This design comes from an exercise in tuning for small area, a short achievable clock period and few clock cycles on the open sky130 flow, not from production work.
Function was checked by simulation only, so behaviour that the tests miss may differ from the original.
Power figures rest on the tool's default switching activity, not on a simulated workload.

lagoon:
==> flow/design.v <==
module turf_dec (
    input  wire       clk,
    input  wire       rst,         
    input  wire       start,       
    input  wire [6:0] width_m1,    
    input  wire       in_valid,
    input  wire [7:0] in_data,
    output wire       in_ready,
    output reg        out_valid,
    output reg  [7:0] out_data,
    output reg        out_last,    
    input  wire       out_ready,
    output wire       err
);
    localparam QN = 2;             
    localparam QW = 1;             
    localparam [1:0] G_LIT = 2'd0,   
                     G_ABV = 2'd2,   
                     G_DLT = 2'd3;   
    localparam [2:0] P_IDLE = 3'd0,
                     P_HDR  = 3'd1,    
                     P_RAW  = 3'd2,    
                     P_TOK  = 3'd3,    
                     P_EXT  = 3'd4,    
                     P_LIT  = 3'd5,    
                     P_REPV = 3'd6,    
                     P_DLT  = 3'd7;    
    reg  [6:0] wm;                 
    reg        bv, skv;
    reg  [7:0] bd, sk;
    reg        p_pop;
    reg        irdy;               
    assign in_ready = irdy;
    wire   take     = in_valid && irdy;
    wire   skv_n    = !(rst || start) && !(!bv || p_pop) && (skv || take);
    always @(posedge clk) begin
        skv  <= skv_n;
        irdy <= !skv_n;
        if (rst || start) begin
            bv <= 1'b0;
        end else begin
            if (!bv || p_pop) begin
                bv <= skv || take;
                bd <= skv ? sk : in_data;
            end else if (take)
                sk <= in_data;
        end
    end
    reg  [2:0] ps;
    reg        perr;
    reg  [1:0] hcnt;
    reg  [8:0] brem;               
    reg        big;                
    reg  [7:0] xq;                 
    reg  [6:0] tokl;               
    reg  [1:0] ttyp;
    reg  [6:0] tq;                 
    reg        dodd;               
    reg        rdone;              
    reg        q_full;
    reg        push;
    reg  [1:0] push_t;
    reg  [6:0] push_c;
    reg  [2:0] ps_n;
    reg        perr_n;
    assign err = perr;
    wire body_end = !big && brem == 9'd0;
    wire body_one = !big && brem == 9'd1;    
    wire ext      = bd[5:1] == 5'b11111;      
    wire is_tok   = (ps == P_TOK);
    wire [7:0] lq    = is_tok ? {2'd0, bd[5:0]} : bd;       
    wire [6:0] mq    = is_tok ? {1'b0, bd[5:0]} : bd[6:0] + 7'd62;
    wire       m_ok  = !xq[7] && lq <= xq;
    wire       m_end = lq == xq;
    wire [7:0] xq_n  = xq + ~lq;
    wire       tend  = rdone ? body_one : 1'b0;
    wire p_nopush = (ps == P_HDR && hcnt != 2'd3) ||
                    (is_tok && (bd[7:6] != 2'd2 || ext)) ||
                    (ps == P_EXT && ttyp != 2'd2);
    wire p_run    = !perr && ps != P_IDLE;
    always @(*) begin
        p_pop  = bv && p_run && (!q_full || p_nopush);
        push   = 1'b0;
        push_t = G_LIT;
        push_c = 7'd0;
        ps_n   = ps;
        perr_n = 1'b0;
        case (ps)
            P_HDR: if (p_pop && hcnt == 2'd3) begin
                if (bd[7:2] != 6'd0 || bd[1:0] == 2'b11)
                    perr_n = 1'b1;
                if (bd[1:0] == 2'b01) begin
                    ps_n = P_RAW;
                    if (big || brem != {2'b0, wm} + 9'd1)
                        perr_n = 1'b1;
                end else if (bd[1:0] == 2'b10) begin
                    push   = 1'b1;
                    push_t = G_ABV;
                    push_c = wm;
                    if (!body_end)
                        perr_n = 1'b1;
                end else
                    ps_n = P_TOK;
            end
            P_RAW: if (p_pop) begin
                push = 1'b1;
                if (xq == 8'd0) ps_n = P_HDR;
            end
            P_TOK, P_EXT: begin
                if (body_end)
                    perr_n = 1'b1;
                if (p_pop) begin
                    if (is_tok && (tokl == 7'd0 || bd[5:0] == 6'd63))
                        perr_n = 1'b1;
                    if (is_tok && ext)
                        ps_n = P_EXT;
                    else begin
                        if (!m_ok)
                            perr_n = 1'b1;
                        case (is_tok ? bd[7:6] : ttyp)
                            2'd0: ps_n = P_LIT;
                            2'd1: ps_n = P_REPV;
                            2'd3: ps_n = P_DLT;
                            default: begin
                                push   = 1'b1;
                                push_t = G_ABV;
                                push_c = mq;
                                if (m_end) begin
                                    ps_n = P_HDR;
                                    if (!body_one) perr_n = 1'b1;
                                end else
                                    ps_n = P_TOK;
                            end
                        endcase
                    end
                end
            end
            P_LIT, P_REPV, P_DLT: begin
                if (body_end)
                    perr_n = 1'b1;
                if (p_pop) begin
                    push = 1'b1;
                    if (ps == P_REPV)
                        push_c = tq;
                    else if (ps == P_DLT) begin
                        push_t = G_DLT;
                        push_c = (tq == 7'd0 && dodd) ? 7'd0 : 7'd1;
                        if (tq == 7'd0 && dodd && bd[7:4] != 4'd0)
                            perr_n = 1'b1;
                    end
                    if (ps == P_REPV || tq == 7'd0) begin
                        if (rdone) begin
                            ps_n = P_HDR;
                            if (!body_one) perr_n = 1'b1;
                        end else
                            ps_n = P_TOK;
                    end
                end
            end
            default: ;
        endcase
    end
    always @(posedge clk) begin
        if (rst) begin
            ps   <= P_IDLE;
            perr <= 1'b0;
        end else if (start) begin
            ps   <= P_HDR;
            perr <= 1'b0;
            hcnt <= 2'd0;
            wm   <= width_m1;
        end else begin
            perr <= perr || perr_n;
            ps <= ps_n;
            if (p_pop) begin
                if (ps != P_HDR)
                    brem <= brem - 9'd1;
                case (ps)
                    P_HDR: begin
                        hcnt <= hcnt + 2'd1;
                        case (hcnt)
                            2'd0: begin brem[7:0] <= bd; big <= 1'b0; end
                            2'd1: begin brem[8] <= bd[0]; big <= bd[7:1] != 7'd0; end
                            2'd2: if (bd != 8'd0) big <= 1'b1;
                            default: begin
                                xq   <= {1'b0, wm};
                                tokl <= {1'b0, wm[6:1]} + 7'd17;
                            end
                        endcase
                    end
                    P_RAW: xq <= xq - 8'd1;
                    P_TOK: begin
                        tokl <= tokl - 7'd1;
                        ttyp <= bd[7:6];
                        if (ext)
                            xq <= xq - 8'd62;
                        else
                            xq <= xq_n;
                    end
                    P_EXT: xq <= xq_n;
                    P_LIT, P_DLT: tq <= tq - 7'd1;
                    default: ;
                endcase
                if ((is_tok && !ext) || ps == P_EXT) begin
                    tq    <= ((is_tok ? bd[7:6] : ttyp) == 2'd3) ? {1'b0, mq[6:1]} : mq;
                    dodd  <= !mq[0];
                    rdone <= m_end;
                end
            end
        end
    end
    reg  [1:0] qt [0:QN-1];
    reg  [6:0] qc [0:QN-1];
    reg  [7:0] qv [0:QN-1];
    reg  [QW-1:0] qwp, qrp;
    reg  [QW:0]   qn;
    reg        cv;                 
    reg  [1:0] ct;
    reg  [6:0] cc;
    reg  [7:0] cval;
    reg        okv;                
    reg  [7:0] okd;
    reg        okl;
    wire       emit    = cv && !okv;
    wire       cfree   = !cv || (emit && cc == 7'd0);
    wire       q_empty = (qn == 0);
    wire       q_pop   = cfree && !q_empty;
    wire       q_push  = push && !(cfree && q_empty);
    always @(posedge clk) begin
        if (rst || start) begin
            cv     <= 1'b0;
            qn     <= 0;
            qwp    <= 0;
            qrp    <= 0;
            q_full <= 1'b0;
        end else begin
            if (q_push) begin
                qt[qwp] <= push_t;
                qc[qwp] <= push_c;
                qv[qwp] <= bd;
                qwp     <= (qwp == QN - 1) ? 0 : qwp + 1;
            end
            if (q_pop)
                qrp <= (qrp == QN - 1) ? 0 : qrp + 1;
            if (q_push && !q_pop) begin
                qn     <= qn + 1;
                q_full <= (qn == QN - 1);
            end else if (q_pop && !q_push) begin
                qn     <= qn - 1;
                q_full <= 1'b0;
            end
            if (cfree) begin
                cv <= !q_empty || push;
                if (!q_empty) begin
                    ct   <= qt[qrp];
                    cc   <= qc[qrp];
                    cval <= qv[qrp];
                end else begin
                    ct   <= push_t;
                    cc   <= push_c;
                    cval <= bd;
                end
            end else if (emit) begin
                cc <= cc - 7'd1;
                if (ct == G_DLT)
                    cval <= {4'd0, cval[7:4]};
            end
        end
    end
    reg        frow;               
    reg        rs;                 
    reg  [6:0] ex;                 
    reg  [7:0] dl1;                
    wire [7:0] prev    = rs ? 8'd0 : dl1;
    wire [7:0] tap [0:7];
    wire [7:0] above   = frow ? 8'd0 : tap[7];
    wire [7:0] dpix    = prev + {{4{cval[3]}}, cval[3:0]};
    wire [7:0] pix     = (ct == G_ABV) ? above :
                         (ct == G_DLT) ? dpix : cval;
    wire       last    = (ex == wm);
    wire [6:0] dsel = wm;
    assign tap[0] = dl1;
    genvar gi;
    generate
        for (gi = 0; gi < 7; gi = gi + 1) begin : g_seg
            localparam integer L = 1 << (6 - gi);             
            reg [8*L-1:0] sr;
            if (L == 1) begin : g_one
                always @(posedge clk)
                    if (emit) sr <= tap[gi];
            end else begin : g_many
                always @(posedge clk)
                    if (emit) sr <= {sr[8*L-9:0], tap[gi]};
            end
            assign tap[gi + 1] = dsel[6 - gi] ? sr[8*L-1 -: 8] : tap[gi];
        end
    endgenerate
    always @(posedge clk) begin
        if (emit) begin
            dl1 <= pix;
        end
    end
    always @(posedge clk) begin
        if (rst || start) begin
            frow <= 1'b1;
            rs   <= 1'b1;
            ex   <= 7'd0;
        end else if (emit) begin
            rs <= last;
            if (last) begin
                ex   <= 7'd0;
                frow <= 1'b0;
            end else
                ex <= ex + 7'd1;
        end
    end
    reg  [7:0] ohd;
    reg        ohl;
    wire       ostall = out_valid && !out_ready;
    wire [7:0] onew   = okv ? okd : pix;
    wire       olnew  = okv ? okl : last;
    always @(posedge clk) begin
        out_valid <= !(rst || start) && (ostall || okv || emit);
        out_data  <= ostall ? ohd : onew;
        out_last  <= ostall ? ohl : olnew;
        ohd       <= ostall ? out_data : onew;
        ohl       <= ostall ? out_last : olnew;
        if (rst || start || !ostall)
            okv <= 1'b0;
        else if (emit) begin
            okv <= 1'b1;
            okd <= pix;
            okl <= last;
        end
    end
endmodule
clock: 8.0 ns
lec_check: 0
abc_area: 1
cap_margin: 20
core_margin: 2
core_utilization: 55
cts_buf_list: sky130_fd_sc_hd__clkbuf_8
cts_cluster_diameter: 50
cts_cluster_size: 15
place_density: 0.7
slew_margin: 20
standard.sh (not shown) runs the stock make flow with config.mk's settings and CLKGATE_MAP_FILE= SYNTH_SCRIPT=/design/flow/synth_recipe.tcl, a recipe that flattens the netlist after the stock synthesis.
==> flow/flow/run.sh <==
#!/bin/bash
# Standard layout, with timing repair aimed at a larger setup slack than
# config.mk's settings allow and the pixel output ports kept on one edge.
# Each tool's full output goes to its own log.
set -euo pipefail
K=("SETUP_SLACK_MARGIN=5.3" "IO_CONSTRAINTS=$PWD/flow/io.tcl")
bash standard.sh "${K[@]}" synth > make_synth.log 2>&1
bash standard.sh "${K[@]}" finish > make_finish.log 2>&1
==> flow/flow/io.tcl <==
# Keep the pixel output port and its handshake together on the bottom edge.
set_io_pin_constraint -pin_names {out_valid out_ready out_last out_data[0] out_data[1] out_data[2] out_data[3] out_data[4] out_data[5] out_data[6] out_data[7]} -region bottom:*
lagoon: no failed stages, no open violations at the end
Testbench counts of lagoon, summed over its fixed seeds: cycles 66,280.
Inputs modified between lagoon and violet:
==> flow/flow/run.sh <==
#!/bin/bash
# Standard layout, with timing repair aimed at a larger setup slack than
# config.mk's settings allow, and a flatter clock tree. Each tool's full
# output goes to its own log.
set -euo pipefail
M=SETUP_SLACK_MARGIN=5.3
C="CTS_ARGS=-sink_clustering_enable -repair_clock_nets -sink_clustering_size 30 -sink_clustering_max_diameter 100 -buf_list sky130_fd_sc_hd__clkbuf_16 -root_buf sky130_fd_sc_hd__clkbuf_16 -distance_between_buffers 1000 -branching_point_buffers_distance 1000"
bash standard.sh $M "$C" synth > make_synth.log 2>&1
bash standard.sh $M "$C" finish > make_finish.log 2>&1
--- a/flow/config.mk
+++ b/flow/config.mk
@@ -6,11 +6,11 @@
 export NUM_CORES = 4
 export LEC_CHECK = 0
-export ABC_AREA = 1
+export ABC_CLOCK_PERIOD_IN_PS = 2700
 export CAP_MARGIN = 20
 export CORE_MARGIN = 2
 export CORE_UTILIZATION = 55
-export CTS_BUF_LIST = sky130_fd_sc_hd__clkbuf_8
-export CTS_CLUSTER_DIAMETER = 50
-export CTS_CLUSTER_SIZE = 15
+export CTS_BUF_LIST = sky130_fd_sc_hd__clkbuf_16
+export CTS_CLUSTER_DIAMETER = 100
+export CTS_CLUSTER_SIZE = 30
 export PLACE_DENSITY = 0.7
 export SLEW_MARGIN = 20
removed: flow/flow/io.tcl
## What came out
violet went all the way through synthesis, placement and routing and the layout is clean on timing, DRC and antenna. Clock-buffer cell count, violet and lagoon: smaller value in violet. Lower wire length goes to violet over lagoon. lagoon ended up with sky130_fd_sc_hd__dfxtp_2 as its master of the slowest instance on the critical path; violet ended up with sky130_fd_sc_hd__buf_6. Between lagoon and violet, the flow reports total power decreasing by a few percent.
Setup changes, violet to quartz
==> flow/flow/run.sh <==
#!/bin/bash
# Standard layout, with timing repair aimed at a larger setup slack than
# config.mk's settings allow and the pixel output ports kept on one edge.
# Each tool's full output goes to its own log.
set -euo pipefail
K=("SETUP_SLACK_MARGIN=5.3" "IO_CONSTRAINTS=$PWD/flow/io.tcl")
bash standard.sh "${K[@]}" synth > make_synth.log 2>&1
bash standard.sh "${K[@]}" finish > make_finish.log 2>&1
==> flow/flow/io.tcl (new file) <==
# Keep the pixel output port and its handshake together on the bottom edge.
set_io_pin_constraint -pin_names {out_valid out_ready out_last out_data[0] out_data[1] out_data[2] out_data[3] out_data[4] out_data[5] out_data[6] out_data[7]} -region bottom:*
--- a/flow/config.mk
+++ b/flow/config.mk
@@ -6,11 +6,11 @@
 export NUM_CORES = 4
 export LEC_CHECK = 0
-export ABC_CLOCK_PERIOD_IN_PS = 2700
+export ABC_AREA = 1
 export CAP_MARGIN = 20
 export CORE_MARGIN = 2
 export CORE_UTILIZATION = 55
 export CTS_BUF_LIST = sky130_fd_sc_hd__clkbuf_16
-export CTS_CLUSTER_DIAMETER = 100
-export CTS_CLUSTER_SIZE = 30
+export CTS_CLUSTER_DIAMETER = 80
+export CTS_CLUSTER_SIZE = 24
 export PLACE_DENSITY = 0.7
 export SLEW_MARGIN = 20
Findings:
Clock skew: quartz lower than violet
Area added between synthesis and finish up 1.3 points in quartz wrt violet
Number of instances in the placed design (higher): quartz
Relative to violet, quartz degrades switching power.
Combinational share of power (quartz over violet): decrease, 0.3 points
violet has a higher mux contribution to synthesized area than quartz.
Between quartz and violet, share of the yosys chip area belonging to registers is lower for violet, quartz comes in above that.
Against violet, leakage component of the power in quartz came out worse.
Relative to violet, the total power of quartz is higher by about 2%.
### quartz -> amber
==> flow/flow/run.sh <==
#!/bin/bash
# Standard layout, with timing repair aimed at a larger setup slack than
# config.mk's settings allow. Each tool's full output goes to its own log.
set -euo pipefail
bash standard.sh SETUP_SLACK_MARGIN=5.3 synth > make_synth.log 2>&1
bash standard.sh SETUP_SLACK_MARGIN=5.3 finish > make_finish.log 2>&1
--- a/flow/config.mk
+++ b/flow/config.mk
@@ -6,11 +6,11 @@
 export NUM_CORES = 4
 export LEC_CHECK = 0
-export ABC_AREA = 1
+export ABC_CLOCK_PERIOD_IN_PS = 2000
 export CAP_MARGIN = 20
 export CORE_MARGIN = 2
 export CORE_UTILIZATION = 55
 export CTS_BUF_LIST = sky130_fd_sc_hd__clkbuf_16
-export CTS_CLUSTER_DIAMETER = 80
-export CTS_CLUSTER_SIZE = 24
+export CTS_CLUSTER_DIAMETER = 100
+export CTS_CLUSTER_SIZE = 30
 export PLACE_DENSITY = 0.7
 export SLEW_MARGIN = 20
removed: flow/flow/io.tcl
## What came out
amber did not stop at any stage, and its layout met the timing, design-rule and antenna checks. According to the power report, total power for amber is lower than for quartz. Diff quartz -> amber | non-clock buffer count | decrease of 21. [amber] worst setup margin fell 32 ps relative to quartz. quartz has higher weighted congestion at the end of routability-driven global placement than amber. Summary of amber over quartz: number of stages on the worst setup path now larger; design area shows a reduction of 0.89%; synthesized area now larger. Peak fanout along the critical path: amber vs quartz up 202.
diff inputs: amber => maple
==> flow/flow/run.sh <==
#!/bin/bash
# Standard layout, with timing repair aimed at a larger setup slack than
# config.mk's settings allow and the pixel output ports kept on one edge.
# Each tool's full output goes to its own log.
set -euo pipefail
K=("SETUP_SLACK_MARGIN=5.3" "IO_CONSTRAINTS=$PWD/flow/io.tcl")
bash standard.sh "${K[@]}" synth > make_synth.log 2>&1
bash standard.sh "${K[@]}" finish > make_finish.log 2>&1
==> flow/flow/io.tcl (new file) <==
# Keep the pixel output port and its handshake together on the bottom edge.
set_io_pin_constraint -pin_names {out_valid out_ready out_last out_data[0] out_data[1] out_data[2] out_data[3] out_data[4] out_data[5] out_data[6] out_data[7]} -region bottom:*
==> flow/config.mk <==
export PLATFORM = sky130hd
export DESIGN_NAME = turf_dec
export DESIGN_NICKNAME = turf_dec
export VERILOG_FILES = /design/flow/design.v
export SDC_FILE = /design/flow/constraint.sdc
export NUM_CORES = 4
export LEC_CHECK = 0
export ABC_AREA = 1
export CAP_MARGIN = 20
export CORE_MARGIN = 2
export CORE_UTILIZATION = 55
export CTS_BUF_LIST = sky130_fd_sc_hd__clkbuf_8 sky130_fd_sc_hd__clkbuf_16
export CTS_CLUSTER_DIAMETER = 70
export CTS_CLUSTER_SIZE = 20
export PLACE_DENSITY = 0.7
export SLEW_MARGIN = 20
Results
Compare maple and amber | global routing usage on met3 lower: amber. Taking amber as the reference, in maple share of the cycle needed by the critical path after routing -0.70 points, wire length picked up an extra 1.6%, worst-margin pin slew moved up.
#### Input delta (zinc over maple)
--- a/flow/flow/run.sh
+++ b/flow/flow/run.sh
@@ -4,5 +4,5 @@
 # Each tool's full output goes to its own log.
 set -euo pipefail
-K=("SETUP_SLACK_MARGIN=5.3" "IO_CONSTRAINTS=$PWD/flow/io.tcl")
+K=("SETUP_SLACK_MARGIN=5.6" "IO_CONSTRAINTS=$PWD/flow/io.tcl")
 bash standard.sh "${K[@]}" synth > make_synth.log 2>&1
 bash standard.sh "${K[@]}" finish > make_finish.log 2>&1
--- a/flow/config.mk
+++ b/flow/config.mk
@@ -10,7 +10,7 @@
 export CORE_MARGIN = 2
 export CORE_UTILIZATION = 55
-export CTS_BUF_LIST = sky130_fd_sc_hd__clkbuf_8 sky130_fd_sc_hd__clkbuf_16
-export CTS_CLUSTER_DIAMETER = 70
-export CTS_CLUSTER_SIZE = 20
+export CTS_BUF_LIST = sky130_fd_sc_hd__clkbuf_16
+export CTS_CLUSTER_DIAMETER = 100
+export CTS_CLUSTER_SIZE = 30
 export PLACE_DENSITY = 0.7
 export SLEW_MARGIN = 20
### Flow results
zinc vs maple, capture point of the worst path: out_last vs err. Total power draw delta for zinc relative to maple: 7.5% lower. zinc gives less routed wire length than maple did. A cell with the biggest individual delay on the critical path of sky130_fd_sc_hd__dfxtp_2 is what zinc shows, while sky130_fd_sc_hd__dfxtp_4 belongs to maple. On net switching power, maple loses to zinc.

static timing again, ports no longer ideal:
The flow's constraints put no driver on any port. The routed layouts listed below were extracted and timed again, unchanged, in two steps.
Step 1 assumes that a clkbuf_16 drives the clock port and a buf_2 every other input.
Step 2 also shifts input and output timing later by t, the mid clock arrival at the registers, as if the neighbouring blocks saw the same clock.
a / b / c = ideal / step 1 / step 2; a / b = the first two.
| run | shift t [ns] | setup WS [ns] | hold slack, ns | latest minus earliest clock arrival (ns) | worst data-port slew with drivers (ns) |
|---|---|---|---|---|---|
| lagoon | 0.781 | 5.193 / 5.134 / 4.606 | 0.403 / 0.403 / 0.403 | 0.040 / 0.040 | 0.06 |
| violet | 0.672 | 5.242 / 5.185 / 4.701 | 0.412 / 0.412 / 0.412 | 0.051 / 0.050 | 0.16 |
| quartz | 0.696 | 5.273 / 5.215 / 4.682 | 0.401 / 0.401 / 0.401 | 0.042 / 0.042 | 0.05 |
| amber | 0.672 | 5.242 / 5.185 / 4.701 | 0.412 / 0.412 / 0.412 | 0.051 / 0.050 | 0.16 |
| maple | 0.681 | 5.297 / 5.236 / 4.777 | 0.406 / 0.406 / 0.406 | 0.029 / 0.029 | 0.05 |
| zinc | 0.694 | 5.281 / 5.214 / 4.997 | 0.408 / 0.408 / 0.408 | 0.048 / 0.048 | 0.04 |
After both steps every run listed still meets setup and hold. The setup slack of quartz, which loses most, moves by -0.058 ns with the drivers and by -0.591 ns with both steps.
